This design comes from an exercise in tuning for small area and a short achievable clock period on the open sky130 flow, not from production work. The RTL was checked by simulation tests, not by an equivalence proof against the original design.

==> flow/design.v (outline; a module is shown in full before it is edited, if it fits) <==
// module ct_time_core: 988 lines
// module ct_add: 36 lines
// module ct_add2: 34 lines
module ct_time_core (
  input  wire        clk,
  input  wire        rst,
  input  wire        cmd_valid,
  input  wire [2:0]  cmd_op,
  input  wire [95:0] cmd_data,
  output reg         resp_valid,
  output reg  [1:0]  resp_status,
  output wire [47:0] time_sec,
  output wire [29:0] time_ns,
  output wire [31:0] time_frac,
  output wire [63:0] linear_ns,
  output wire [15:0] linear_frac,
  output wire [47:0] rate_adj,
  output wire [47:0] rate_total,
  output wire [47:0] slew_limit,
  output wire [63:0] slew_remain,
  output wire [2:0]  status,
  output wire [3:0]  sticky,
  output wire [3:0]  cmp_armed,
  output wire [3:0]  cmp_fire
);
  // ...
==> flow/flow/run.sh <==
#!/bin/bash
# Layout flow: the standard ORFS flow (standard synthesis unchanged), with
# the setup repair of floorplan, CTS and global routing asked to leave 17 ns of
# setup slack at the design's 30 ns clock, so that it works on the paths that
# set the achieved period. The clock, constraints and all other settings are
# the standard flow's. make's full output goes to flow_make.log; ORFS keeps each step's
# own log under orfs/logs/.
set -euo pipefail
bash standard.sh SETUP_SLACK_MARGIN=17 finish > flow_make.log 2>&1
==> flow/standard.sh <==
#!/bin/bash
# synth_recipe.tcl (not shown) runs the flow's synth.tcl, then flattens the netlist and writes it again
# the make line also repeats each setting of config.mk as NAME=value (left out here)
make -C /OpenROAD-flow-scripts/flow DESIGN_CONFIG=/design/flow/config.mk WORK_HOME=/design/flow/orfs CLKGATE_MAP_FILE= SYNTH_SCRIPT=/design/flow/synth_recipe.tcl "${@:-finish}"
==> flow/config.mk <==
export PLATFORM = sky130hd
export DESIGN_NAME = ct_time_core
export DESIGN_NICKNAME = ct_time_core
export VERILOG_FILES = /design/flow/design.v
export SDC_FILE = /design/flow/constraint.sdc
export NUM_CORES = 4
export LEC_CHECK = 0
export CAP_MARGIN = 20
export CORE_MARGIN = 2
export CORE_UTILIZATION = 30
export SLEW_MARGIN = 20
==> flow/constraint.sdc <==
create_clock -name core_clock -period 30.0 [get_ports {clk}]
set_input_delay 6.0000 -clock core_clock [delete_from_list [all_inputs] [get_ports {clk}]]
set_output_delay 6.0000 -clock core_clock [all_outputs]
set_load 0.01 [all_outputs]
==> impl_metrics.yaml, run 1 <==
status:
  status: "finished clean"
logic_synthesis:
  synth.top_cell.area_share: 0.188
  synth_top_area_cell: "fa_1"
  synth_adder_area_share: 0.373
  synth_seq_cells: 660
  synthSimpleGateAreaFrac: 0.124
  synth-main-ff-cell: "dfxtp_1"
  synth_area_leaders: "fa_1, ha_1, edfxtp_1"
layout:
  drive_gt1_frac: 0.112
  area_delta_synth_final_pct: 19.4
  stdcell_count: 14300
  seq_cell_count: 660
  top_register: "rem_q"
  layout_commonest_cell: "ha_1"
  stdcell_area_sq_um: 105000
  final_cell_mix: "ha_1, inv_1, fa_1"
worst_setup_path:
  worst-path-buf-inv: 5
  crit_family: "adder cells"
  crit_end: "cmp_fire[1]"
  startpoint_type: "flop"
  critPathKind: "reg -> out"
  required_ps: 24000
detailed_routing:
  routed_wl_microns: 406000
  ant_nets: 0
  highest_layer: "met5"
cts:
  clkTransAtPathRegs_ps: 60
sta:
  whs_ps: 460
  maxSlewViolCount: 0
floorplan:
  coreArea_sq_um: 293000
  top_level_ports: 518
  num_rows: 199
  die_area_sq_um: 298000
  start_util: 0.301
placement:
  io_buffers: 504
  place_hpwl_microns: 312000
global_route:
  grt_busiest_layer: "met2"
==> run 2, diff against run 1 <==
--- a/flow/config.mk
+++ b/flow/config.mk
@@ -7,5 +7,6 @@
 export LEC_CHECK = 0
 export CAP_MARGIN = 20
 export CORE_MARGIN = 2
-export CORE_UTILIZATION = 30
+export CORE_UTILIZATION = 45
+export PLACE_DENSITY = 0.75
 export SLEW_MARGIN = 20
==> run 2 against run 1 <==
  * Non-clock buffer count rose by 2
  * Register-to-register slack got worse by 500 ps
  * Synthesized area unchanged
  * Sequential cell count did not move
  * Sequential share of layout area increased by 0.19 points
  * Critical endpoint unchanged
  * Largest cell class unchanged
==> impl_metrics.yaml, run 2 <==
global_route:
  grt_first_pass_wirelength_microns: 567000
  first_global_vias: 81900
  grt.total_usage: 0.392
  antenna_found_initial: 21
  grt_max_degree: 95
  overflow: 0
logic_synthesis:
  synth.top_cell.area_share: 0.188
  syn_inst: 9628
  async_flop_share: 0
  synthesis.area_sq_um: 88200
  syn_avg_cell_area_sq_um: 9.16
  synth-main-ff-cell: "dfxtp_1"
  post_synth_num_cell_types: 96
  synth.yosys.seq_area_share: 0.186
  synth_top_cells_by_count: "ha_1, inv_1, fa_1"
  synth_area_leaders: "fa_1, ha_1, edfxtp_1"
  synth_seq_cells: 660
  yosysMostFrequentCell: "ha_1"
  synth_edf_count: 320
  ys_warn_count: 11
  synth_top_area_cell: "fa_1"
layout:
  nets: 12500
  top_register: "rem_q"
  regArea_sq_um: 16500
  fillers: 17400
  final_cell_mix: "ha_1, inv_1, fa_1"
  area_delta_synth_final_pct: 17.9
  largest_reg_flops: 83
  drive_gt1_frac: 0.113
  final_util: 0.534
  layout_commonest_cell: "ha_1"
  multi_input_area_sq_um: 66900
worst_setup_path:
  crit_arrival_ps: 7280
  critPathKind: "reg -> out"
  end_kind: "primary output"
  required_ps: 24000
  startpoint_type: "flop"
  path_max_fanout: 8
sta:
  fmax_ghz: 0.0753
  fin_crit_sh: 0.443
  hold_viol: 0
  tightest_slew_ps: 1250
  setup_violations: 0
  min_period_ps: 13280
  rsz0062_at_grt: "yes"
  fin_skew_ps: 74.8
  maxSlewHeadroom: 0.167
  maxSlewViolCount: 0
  setup_tns_ps: 0
cts:
  clockRootBuffer: "clkbuf_16"
  clkTransAtPathRegs_ps: 70
  htreeDepth: 3
  cts_inserted_buffers: 85
  holdBufCountCts: 0
  clock_path_buffers: 3
  insertion_delay_ps: 770
  cts_tree: "built"
  clock-sinks: 660
floorplan:
  coreArea_sq_um: 195000
  num_rows: 162
  top_level_ports: 518
  die_area_sq_um: 199000
  die_x_microns: 447
  chipHeight_microns: 447
  start_util: 0.453
placement:
  place_congestion: 1.05
  place_hpwl_microns: 305000
  io_buffers: 504
min_path:
  hold_class: "reg -> reg"
detailed_routing:
  via_per_inst: 6.32
  initialDrtViolationCount: 9464
  ant_nets: 0
  drc: 0
  routed_wl_microns: 401000
  dr.pass1.iters: 8
  vias: 82300
  wl_per_cell_microns: 30.8
job:
  drv_cap: 0
status:
  status: "finished clean"
-- run 2: cell counts after synthesis --
No cell type changed its count.
-- run 2: repair_timing --
action / in CTS / in global routing
hold endpoints to repair: 0 / 0
buffers inserted: 208 / 82
gates resized for setup: 496 / 188
gates cloned: 6 / 3
pin swaps: 154 / 99
setup endpoints to repair: 522 / 365
-- run 2: critical path: stages, from the launching register on --
cell	delay [ps]
dfxtp_4	360
buf_4	200
fa_1	570
inv_1	70
fa_1	500
fa_1	510
fa_2	610
inv_4	80
fa_1	490
ha_1	330
nand4_1	190
nor4_2	240
nand2_2	100
or3_4	410
or3_4	510
o22ai_4	260
nor2_1	60
o211ai_1	140
a21oi_4	110
o211ai_1	190
xnor2_2	90
buf_6	190
and2_4	150
buf_6	110
-- run 2: worst paths after layout --
check / start / endpoint / slack [ps] / depth (start not counted)
min: sticky_q[0] / sticky_q[0] / 460 / 2
max: sec_q[38] / cmp_fire[1] / 16720 / 23
max reg2reg: sec_q[1] / tgt1_q[64] / 17320 / 47
min reg2reg: sticky_q[0] / sticky_q[0] / 460 / 2
-- run 2: logic make-up (layout without fill, tap and decap cells) --
group           after synthesis  after routing  synth area share
flops                       660            660             0.186
buf+inv                    1603           2340            0.0727
mux                          90             90            0.0109
other cells                   1             27         0.0000425
fa+ha+maj                  2129           2129             0.373
simple gates               2235           2238             0.124
compound gates             2210           2211             0.164
xor+xnor                    700            700            0.0695
-- run 2: per-layer routing --
layer	part of all wire	global-route usage
met2	0.43	0.604
met1	0.35	0.454
met3	0.12	0.105
met5	0.00030	0
met4	0.10	0.328
-- run 2: stage by stage --
stage	instances	hold slack (ps)	setup slack [ps]	instance area [sq um]
3_5_place_dp	12500	450	14640	96400
3_3_place_gp	12500	447	14840	96400
2_1_floorplan	9640	481	16450	88200
6_report	13000	458	16720	104000
5_1_grt	13000	491	16600	104000
4_1_cts	12900	458	16740	103000
-- run 2: final cells by class --
class / instances / area share
antenna: 14 / 0.000337
clock buffer: 107 / 0.0219
clock inverter: 52 / 0.00541
inverter: 1165 / 0.0451
multi-input combinational: 7381 / 0.643
sequential: 660 / 0.159
tap: 2624 / 0.0316
timing repair buffer: 1016 / 0.0938
==> run 3, diff against run 2 <==
==> flow/flow/run.sh (replaced) <==
#!/bin/bash
# Layout flow: the standard ORFS flow (standard synthesis unchanged), with
# the setup repair of floorplan, CTS and global routing asked to leave 17.5 ns of
# setup slack at the design's 30 ns clock, so that it works on the paths that
# set the achieved period. The clock, constraints and all other settings are
# the standard flow's. make's full output goes to flow_make.log; ORFS keeps each step's
# own log under orfs/logs/.
set -euo pipefail
bash standard.sh SETUP_SLACK_MARGIN=17.5 finish > flow_make.log 2>&1
==> run 3 against run 2 <==
  * Non-clock buffer count is 166 higher
  * Fmax is 0.31% higher
  * Clock skew is 30 ps lower
  * Highest routed layer unchanged
  * Largest cell class unchanged
  * Sequential cell count stayed put
  * Register-to-register slack better by 90 ps
  * Wire length is 3.3% higher
  * Clock-buffer cell count is 7 higher
  * Cell count is 1.3% higher
  * Sequential share of layout area is 0.37 points lower
==> impl_metrics.yaml, run 3 <==
detailed_routing:
  ant_nets: 0
  drc: 0
  met3_length_microns: 46800
  via_per_inst: 6.30
  dr.pass1.iters: 9
  route.met2.wl_microns: 178000
  routed_wl_microns: 414000
  vias: 83000
  wl_per_cell_microns: 31.4
  highest_layer: "met5"
  wl_met1_microns: 143000
  initialDrtViolationCount: 9531
placement:
  place_congestion: 1.03
  placed_cell_area_sq_um: 96500
  place_hpwl_microns: 309000
  io_buffers: 504
cts:
  insertion_delay_ps: 790
  cts_inserted_buffers: 86
  htreeDepth: 3
  holdBufCountCts: 0
  cts_tree: "built"
  clock-sinks: 660
  clkTransAtPathRegs_ps: 70
  clockRootBuffer: "clkbuf_16"
  clock_path_buffers: 3
sta:
  rsz0062_at_grt: "yes"
  maxSlewViolCount: 0
  whs_ps: 458
  hold_viol: 0
  maxSlewHeadroom: 0.165
  fin_crit_sh: 0.441
  tightest_slew_ps: 1250
  fmax_ghz: 0.0755
  fin_skew_ps: 44.5
  setup_tns_ps: 0
  min_period_ps: 13240
  setup_violations: 0
layout:
  final_util: 0.547
  drive_gt1_frac: 0.139
  top_register: "rem_q"
  area_delta_synth_final_pct: 20.9
  largest_reg_flops: 83
  stdcell_area_sq_um: 107000
  final_cell_mix: "ha_1, inv_1, fa_1"
  nets: 12700
  layout_commonest_cell: "ha_1"
worst_setup_path:
  critPathKind: "reg -> out"
  cpMostUsedCell: "fa_1"
  path_max_fanout: 5
  startpoint_type: "flop"
  crit_slowest_cell: "fa_2"
  cp_cell_sequence: "buf_8, clkinvlp_4, buf_4, fa_2, fa_1, fa_1, fa_2, inv_4, fa_1, ha_1, nand4_1, nor4_4, nand2_1, or3_4, or3_4, o22ai_2, nor2_1, o211ai_1, a21oi_4, o211ai_1, xnor2_2, buf_6, and2_4, buf_6"
  crit_family: "adder cells"
  crit_arrival_ps: 7240
  reg2regPathDepth: 43
  worst-path-buf-inv: 6
  required_ps: 24000
  reg2reg_to: "tgt0_q[66]"
  cp-startpoint: "sec_q[19]"
  slowest_delay_ps: 630
  worstReg2RegStart: "sec_q[0]"
  end_kind: "primary output"
  reg2reg_slack_ps: 17410
min_path:
  min_path_cells: 2
  hold_class: "reg -> reg"
  min_from: "sticky_q[0]"
  min_to: "sticky_q[0]"
floorplan:
  chipHeight_microns: 447
  top_level_ports: 518
  num_rows: 162
  coreArea_sq_um: 195000
  die_x_microns: 447
  start_util: 0.453
  die_area_sq_um: 199000
logic_synthesis:
  synth_xor_area_frac: 0.0695
  synth-main-ff-cell: "dfxtp_1"
  synthSimpleGateAreaFrac: 0.124
  synth.yosys.seq_area_share: 0.186
  async_flop_share: 0
  synth_top_family_by_area: "adder cells"
  synth.area.mux_share: 0.0109
  syn_inst: 9628
  synth_area_leaders: "fa_1, ha_1, edfxtp_1"
  yosysMostFrequentCell: "ha_1"
  synth.top_cell.area_share: 0.188
  synth_edf_count: 320
  synth_top_area_cell: "fa_1"
  synth_seq_cells: 660
  post_synth_num_cell_types: 96
  synth_adder_area_share: 0.373
  synthesis.area_sq_um: 88200
  synth-compound-area-share: 0.164
  ys_warn_count: 11
  synth_top_cells_by_count: "ha_1, inv_1, fa_1"
  syn_avg_cell_area_sq_um: 9.16
global_route:
  grt_first_pass_wirelength_microns: 579000
  grt_max_degree: 73
  overflow: 0
  grt.total_usage: 0.402
  first_global_vias: 82400
  antenna_found_initial: 22
status:
  status: "finished clean"
job:
  drv_cap: 0
-- run 3: cell counts after synthesis --
No cell type changed its count.
-- run 3: worst min-delay path, stage by stage (launching register included) --
cell and delay (ps):
dfxtp_1 310, nand2_1 50, a21oi_1 50
-- run 3: what timing repair did --
item	CTS	global route
gates resized for setup	687	351
cloned	6	9
pin swaps	225	163
endpoints found under the setup margin	578	388
buffers inserted	294	143
-- run 3: cell families after synthesis --
kind of cell	Yosys count
buffers and inverters	1603
AND/OR/NAND/NOR	2235
multiplexers	90
AO/OA/AOI/OAI	2210
adder cells (fa/ha/maj)	2129
other	1
XOR/XNOR	700
flip-flops	660
-- run 3: how the worst max path moves through the flow --
stage                             end  cells past startpoint
after floorplan             tgt1_q[0]                     23
after global placement      rem_q[23]                     32
after detailed placement    rem_q[23]                     33
after CTS                 cmp_fire[1]                     22
after global routing      cmp_fire[1]                     24
final                     cmp_fire[1]                     24
-- run 3: metal layers --
| layer | vias to the layer above | global-route usage |
|---|---|---|
| met5 | - | 0 |
| met4 | 16 | 0.350 |
| met3 | 1705 | 0.105 |
| met2 | 5318 | 0.621 |
| met1 | 40700 | 0.462 |
| li1 | 35200 | - |
-- run 3: final cells by class --
class,instances,area (sq um)
clock inverter,48,643
timing repair buffer,1182,11400
antenna,9,22.5
inverter,1165,4700
clock buffer,114,2330
sequential,660,16600
tap,2624,3280
fill,17200,88200
multi-input combinational,7380,67700
-- run 3: metrics by stage --
stage	setup WS, ps	instances
2_1_floorplan	16580	9640
3_3_place_gp	15000	12600
3_5_place_dp	14810	12600
4_1_cts	16890	13000
5_1_grt	16670	13200
6_report	16760	13200
==> run 4, diff against run 3 <==
==> flow/flow/run.sh (replaced) <==
#!/bin/bash
# Layout flow: the standard ORFS flow (standard synthesis unchanged), with
# the setup repair of floorplan, CTS and global routing asked to leave 16.5 ns of
# setup slack at the design's 30 ns clock, so that it works on the paths that
# set the achieved period. The clock, constraints and all other settings are
# the standard flow's. make's full output goes to flow_make.log; ORFS keeps each step's
# own log under orfs/logs/.
set -euo pipefail
bash standard.sh SETUP_SLACK_MARGIN=16.5 finish > flow_make.log 2>&1
==> run 4 against run 3 <==
  * Still clean
  * Critical path depth decreased by 4
  * Cell count decreased by 2.2%
  * Global-route usage decreased by 1.1 points
  * First-iteration DRC count increased by 5.6%
  * Worst hold slack improved by 23 ps
  * Register-to-register slack got worse by 480 ps
  * Synthesized area unchanged
  * Largest cell class unchanged
==> impl_metrics.yaml, run 4 <==
status:
  status: "finished clean"
worst_setup_path:
  startpoint_type: "input pin"
  end_kind: "flop"
  required_ps: 30380
  crit_arrival_ps: 13890
  path_max_fanout: 44
  critPathKind: "in -> reg"
layout:
  nets: 12400
  area_delta_synth_final_pct: 15.8
  stdcell_count: 12900
  layout_commonest_cell: "ha_1"
  drive_gt1_frac: 0.0877
  final_cell_mix: "ha_1, inv_1, fa_1"
  largest_reg_flops: 83
  fillers: 17600
  top_register: "rem_q"
logic_synthesis:
  synthesis.area_sq_um: 88200
  synth_seq_cells: 660
  synth_top_cells_by_count: "ha_1, inv_1, fa_1"
  synth-main-ff-cell: "dfxtp_1"
  post_synth_num_cell_types: 96
  syn_inst: 9628
  synth_edf_count: 320
  ys_warn_count: 11
  synth_area_leaders: "fa_1, ha_1, edfxtp_1"
  synth_top_area_cell: "fa_1"
  synth.yosys.seq_area_share: 0.186
  yosysMostFrequentCell: "ha_1"
  async_flop_share: 0
  syn_avg_cell_area_sq_um: 9.16
  synth.top_cell.area_share: 0.188
cts:
  cts_inserted_buffers: 87
  insertion_delay_ps: 810
  clock_path_buffers: 3
  holdBufCountCts: 0
  clock-sinks: 660
  cts_tree: "built"
  clockRootBuffer: "clkbuf_16"
  clkTransAtPathRegs_ps: 60
  htreeDepth: 3
floorplan:
  coreArea_sq_um: 195000
  die_area_sq_um: 199000
  top_level_ports: 518
  chipHeight_microns: 447
  num_rows: 162
  start_util: 0.453
  die_x_microns: 447
placement:
  place_hpwl_microns: 305000
  dp.cells: 12500
  place_congestion: 1.05
  io_buffers: 504
detailed_routing:
  wl_per_cell_microns: 30.8
  initialDrtViolationCount: 10100
  via_per_inst: 6.36
  dr.pass1.iters: 6
  ant_nets: 0
  drc: 0
  routed_wl_microns: 397000
  vias: 82000
global_route:
  overflow: 0
  antenna_found_initial: 33
  grt_max_degree: 118
  first_global_vias: 81500
  grt_first_pass_wirelength_microns: 565000
  grt.total_usage: 0.391
sta:
  fin_crit_sh: 0.450
  min_period_ps: 13500
  maxSlewViolCount: 0
  maxSlewHeadroom: 0.210
  fmax_ghz: 0.0741
  tightest_slew_ps: 1180
  setup_violations: 0
  hold_viol: 0
  setup_tns_ps: 0
  rsz0062_at_grt: "yes"
  fin_skew_ps: 71.9
job:
  drv_cap: 0
min_path:
  hold_class: "reg -> reg"
==> run 4: cell counts after synthesis <==
No cell type changed its count.
==> run 4: what timing repair did <==
item,in CTS,in global routing
endpoints found under the setup margin,316,268
gates cloned,2,1
gates resized for setup,255,110
pin swaps,43,56
buffers inserted,112,63
==> run 4: metrics by stage <==
step	area, sq um	hold slack (ps)	setup slack, ps	util
finish	102000	481	16500	0.524
global placement	96300	473	14910	0.495
detailed placement	96400	478	14710	0.495
CTS	101000	486	16240	0.520
global route	102000	507	16440	0.524
floorplan	88200	481	16450	-
==> run 4: worst max-delay path, cell delays in order <==
cell and delay (ps):
clkdlybuf4s50_1 980, ha_1 610, nand4_1 140, nor4_1 380, buf_4 220, nand3_1 490
inv_1 530, o21ai_0 400, nand3_1 310, a31oi_1 90, fa_1 550, inv_1 50
ha_1 170, nor2_1 130, xor2_1 90, xnor2_1 520, mux2_2 510, nor3_4 170
buf_4 630, buf_4 720
==> run 4: per-layer routing <==
layer / track usage / share of wire
met4: 0.336 / 0.11
met5: 0 / 0.00029
met2: 0.591 / 0.43
met3: 0.106 / 0.12
met1: 0.459 / 0.35
==> run 4: path summary, 6_finish.rpt <==
| check | startpoint | end | slack, ps | cells past startpoint |
|---|---|---|---|---|
| worst min register to register | sticky_q[0] | sticky_q[0] | 480 | 2 |
| worst max register to register | slim_q[1] | sec_q[38] | 16930 | 49 |
| worst max-delay path | cmd_data[72] | tgt2_q[61] | 16500 | 20 |
| worst min-delay path | sticky_q[0] | sticky_q[0] | 480 | 2 |
==> run 4: kinds of logic (layout without fill, tap and decap cells) <==
family,after synthesis,count (layout),share of synthesized area
XOR/XNOR,700,700,0.0695
flip-flops,660,660,0.186
buffers and inverters,1603,2220,0.0727
multiplexers,90,90,0.0109
adder cells (fa/ha/maj),2129,2129,0.373
AO/OA/AOI/OAI,2210,2211,0.164
AND/OR/NAND/NOR,2235,2236,0.124
other,1,27,0.0000425
==> run 4: cell type report <==
cell class | instances | area [sq um] | area share
Multi-Input combinational cell | 7379 | 66200 | 0.648
Inverter | 1165 | 4550 | 0.0446
Timing Repair Buffer | 895 | 8390 | 0.0821
Antenna cell | 14 | 35.0 | 0.000343
Clock inverter | 50 | 732 | 0.00717
Clock buffer | 110 | 2390 | 0.0234
Tap cell | 2624 | 3280 | 0.0321
Sequential cell | 660 | 16500 | 0.162
==> run 5, diff against run 4 <==
==> flow/run.sh (new file) <==
#!/bin/bash
# synth_recipe.tcl (not shown) runs the flow's synth.tcl, then flattens the netlist and writes it again
# the make line also repeats each setting of config.mk as NAME=value (left out here)
make -C /OpenROAD-flow-scripts/flow DESIGN_CONFIG=/design/flow/config.mk WORK_HOME=/design/flow/orfs CLKGATE_MAP_FILE= SYNTH_SCRIPT=/design/flow/synth_recipe.tcl finish
--- a/flow/config.mk
+++ b/flow/config.mk
@@ -7,6 +7,5 @@
 export LEC_CHECK = 0
 export CAP_MARGIN = 20
 export CORE_MARGIN = 2
-export CORE_UTILIZATION = 45
-export PLACE_DENSITY = 0.75
+export CORE_UTILIZATION = 30
 export SLEW_MARGIN = 20
removed: flow/flow/run.sh
removed: flow/standard.sh
==> run 5 against run 4 <==
  * Now fails the layout checks on capacitance limit, slew limit
  * Non-clock buffer count down 165
  * Critical path depth up 3
  * Core utilization down 18 points
  * Highest routed layer unchanged
==> impl_metrics.yaml, run 5 <==
global_route:
  antenna_found_initial: 43
  grt_max_degree: 89
  grt_first_pass_wirelength_microns: 559000
  overflow: 0
  first_global_vias: 75600
  grt.total_usage: 0.259
logic_synthesis:
  synth_adder_area_share: 0.373
  syn_avg_cell_area_sq_um: 9.16
  synth_top_area_cell: "fa_1"
  synth_top_family_by_area: "adder cells"
  synth.area.mux_share: 0.0109
  synth-main-ff-cell: "dfxtp_1"
  synthSimpleGateAreaFrac: 0.124
  synth_top_cells_by_count: "ha_1, inv_1, fa_1"
  ys_warn_count: 11
  synth.yosys.seq_area_share: 0.186
  async_flop_share: 0
  yosysMostFrequentCell: "ha_1"
  syn_inst: 9628
  synth_area_leaders: "fa_1, ha_1, edfxtp_1"
  synth_seq_cells: 660
  synth-compound-area-share: 0.164
  synthesis.area_sq_um: 88200
  synth_edf_count: 320
  synth_xor_area_frac: 0.0695
  post_synth_num_cell_types: 96
  synth.top_cell.area_share: 0.188
layout:
  layout_commonest_cell: "ha_1"
  regArea_sq_um: 16400
  top_register: "rem_q"
  fillers: 30100
  nets: 12300
  stdcell_count: 14000
  area_delta_synth_final_pct: 14.8
  drive_gt1_frac: 0.0522
  multi_input_area_sq_um: 65600
  final_cell_mix: "ha_1, inv_1, fa_1"
  largest_reg_flops: 83
  final_util: 0.345
  stdcell_area_sq_um: 101000
worst_setup_path:
  end_kind: "primary output"
  required_ps: 24000
  crit_arrival_ps: 9370
  reg2reg_slack_ps: 15740
  reg2regPathDepth: 42
  crit_cells: 23
  slowest_delay_ps: 810
  cp_cell_sequence: "inv_1, fa_1, inv_1, fa_1, fa_1, fa_1, inv_1, fa_1, ha_1, a21o_1, a21o_1, a21o_1, a21oi_1, nor2b_1, o21ai_0, nand2b_1, a21oi_1, o31ai_1, a21oi_1, o211ai_1, xnor2_1, and2_1, clkdlybuf4s50_1"
  crit_end: "cmp_fire[1]"
  reg2reg_to: "tgt3_q[69]"
  crit_slowest_cell: "a21oi_1"
  worstReg2RegStart: "sec_q[1]"
  cp-startpoint: "sec_q[34]"
  critPathKind: "reg -> out"
  path_max_fanout: 9
  crit_family: "adder cells"
  startpoint_type: "flop"
  worst-path-buf-inv: 4
  cpMostUsedCell: "fa_1"
cts:
  clock_path_buffers: 3
  post_cts_resized: 0
  cts_tree: "built"
  insertion_delay_ps: 760
  htreeDepth: 3
  clock-sinks: 660
  cts_inserted_buffers: 87
  clkTransAtPathRegs_ps: 60
  holdBufCountCts: 0
  cts_setup_buffers: 0
  clockRootBuffer: "clkbuf_16"
min_path:
  hold_class: "reg -> reg"
floorplan:
  coreArea_sq_um: 293000
  die_x_microns: 546
  chipHeight_microns: 546
  top_level_ports: 518
  start_util: 0.301
  num_rows: 199
  die_area_sq_um: 298000
sta:
  whs_ps: 457
  fin_skew_ps: 45.8
  maxSlewHeadroom: -0.00470
  min_period_ps: 15370
  fmax_ghz: 0.0651
  hold_viol: 0
  tightest_slew_ps: 1500
  fin_ws_ps: 14630
  fin_crit_sh: 0.512
  maxSlewViolCount: 1
  setup_tns_ps: 0
  rsz0062_at_grt: "no"
  setup_violations: 0
detailed_routing:
  vias: 78200
  ant_nets: 0
  initialDrtViolationCount: 8745
  via_per_inst: 5.57
  routed_wl_microns: 396000
  wl_per_cell_microns: 28.3
  drc: 0
  dr.pass1.iters: 8
placement:
  io_buffers: 504
  placed_cell_area_sq_um: 98000
  place_congestion: 1.00
  place_hpwl_microns: 315000
  place_ws_ps: 14590
  dp.cells: 13900
job:
  drv_cap: 1
status:
  status: "complete, but fails checks"
  violations: "capacitance limit, slew limit"
==> run 5: worst min path at each step <==
stage           startpoint          end  slack, ps  depth (start not counted)
4_1_cts        sticky_q[1]  sticky_q[1]        460                          2
3_5_place_dp   sticky_q[1]  sticky_q[1]        450                          2
3_3_place_gp   sticky_q[1]  sticky_q[1]        450                          2
2_1_floorplan  sticky_q[0]  sticky_q[0]        480                          2
5_1_grt        sticky_q[1]  sticky_q[1]        490                          2
6_report       sticky_q[1]  sticky_q[1]        460                          2
==> run 5: logic make-up after synthesis <==
logic type	after synthesis
AOI/OAI and AO/OA	2210
xor gates and xnor gates	700
adders and majority gates	2129
buffers and inverters	1603
DFF	660
muxes	90
other	1
and+or+nand+nor	2235
==> run 5: worst reg2reg max path: cells and delay by family (launching register included) <==
| family | cells | cell delay [ps] |
|---|---|---|
| buffers and inverters | 10 | 2540 |
| AO/OA/AOI/OAI | 7 | 2820 |
| XOR/XNOR | 3 | 990 |
| AND/OR/NAND/NOR | 12 | 2440 |
| multiplexers | 1 | 500 |
| adder cells (fa/ha/maj) | 9 | 4100 |
| flip-flops | 1 | 310 |
==> run 5: area by class of cell <==
| cell class | count | area share |
|---|---|---|
| antenna | 17 | 0.000420 |
| clock buffer | 101 | 0.0226 |
| clock inverter | 60 | 0.00886 |
| inverter | 1165 | 0.0432 |
| multi-input combinational | 7377 | 0.648 |
| sequential | 660 | 0.162 |
| tap | 3919 | 0.0484 |
| timing repair buffer | 730 | 0.0661 |
==> run 5: layer usage <==
| layer | GRT usage | wire length (microns) | vias to the layer above | part of all wire |
|---|---|---|---|---|
| li1 | - | - | 34300 | - |
| met1 | 0.328 | 155000 | 38400 | 0.39 |
| met2 | 0.394 | 170000 | 4452 | 0.43 |
| met3 | 0.0810 | 47700 | 923 | 0.12 |
| met4 | 0.132 | 23600 | 26 | 0.059 |
| met5 | 0 | 163 | - | 0.00041 |

-- static timing again, ports no longer ideal --
In the flow no input, the clock included, has a driving cell. The finished layouts below were timed again as built, in two steps.
Step 1: set_driving_cell puts a clkbuf_16 on clk and a buf_2 on each other input, an assumption about the parent block.
Step 2, shift: input delay + t, output delay - t, t = (earliest + latest rising clock arrival at the registers) / 2. This alone moves slack from input paths to output paths.
a / b / c = ideal / step 1 / step 2; a / b = the first two.
run	t (ns)	setup slack, ns	pins driven straight from the clock port
run 1	0.841	16.619 / 16.519 / 16.367	1
run 2	0.826	16.719 / 16.632 / 16.052	1
run 3	0.859	16.760 / 16.666 / 16.374	1
run 4	0.868	16.497 / 16.457 / 15.698	1
run 5	0.825	14.630 / 14.540 / 14.355	1
For run 4, which loses most, drivers alone change the setup slack by -0.040 ns; drivers and shift together by -0.799 ns.
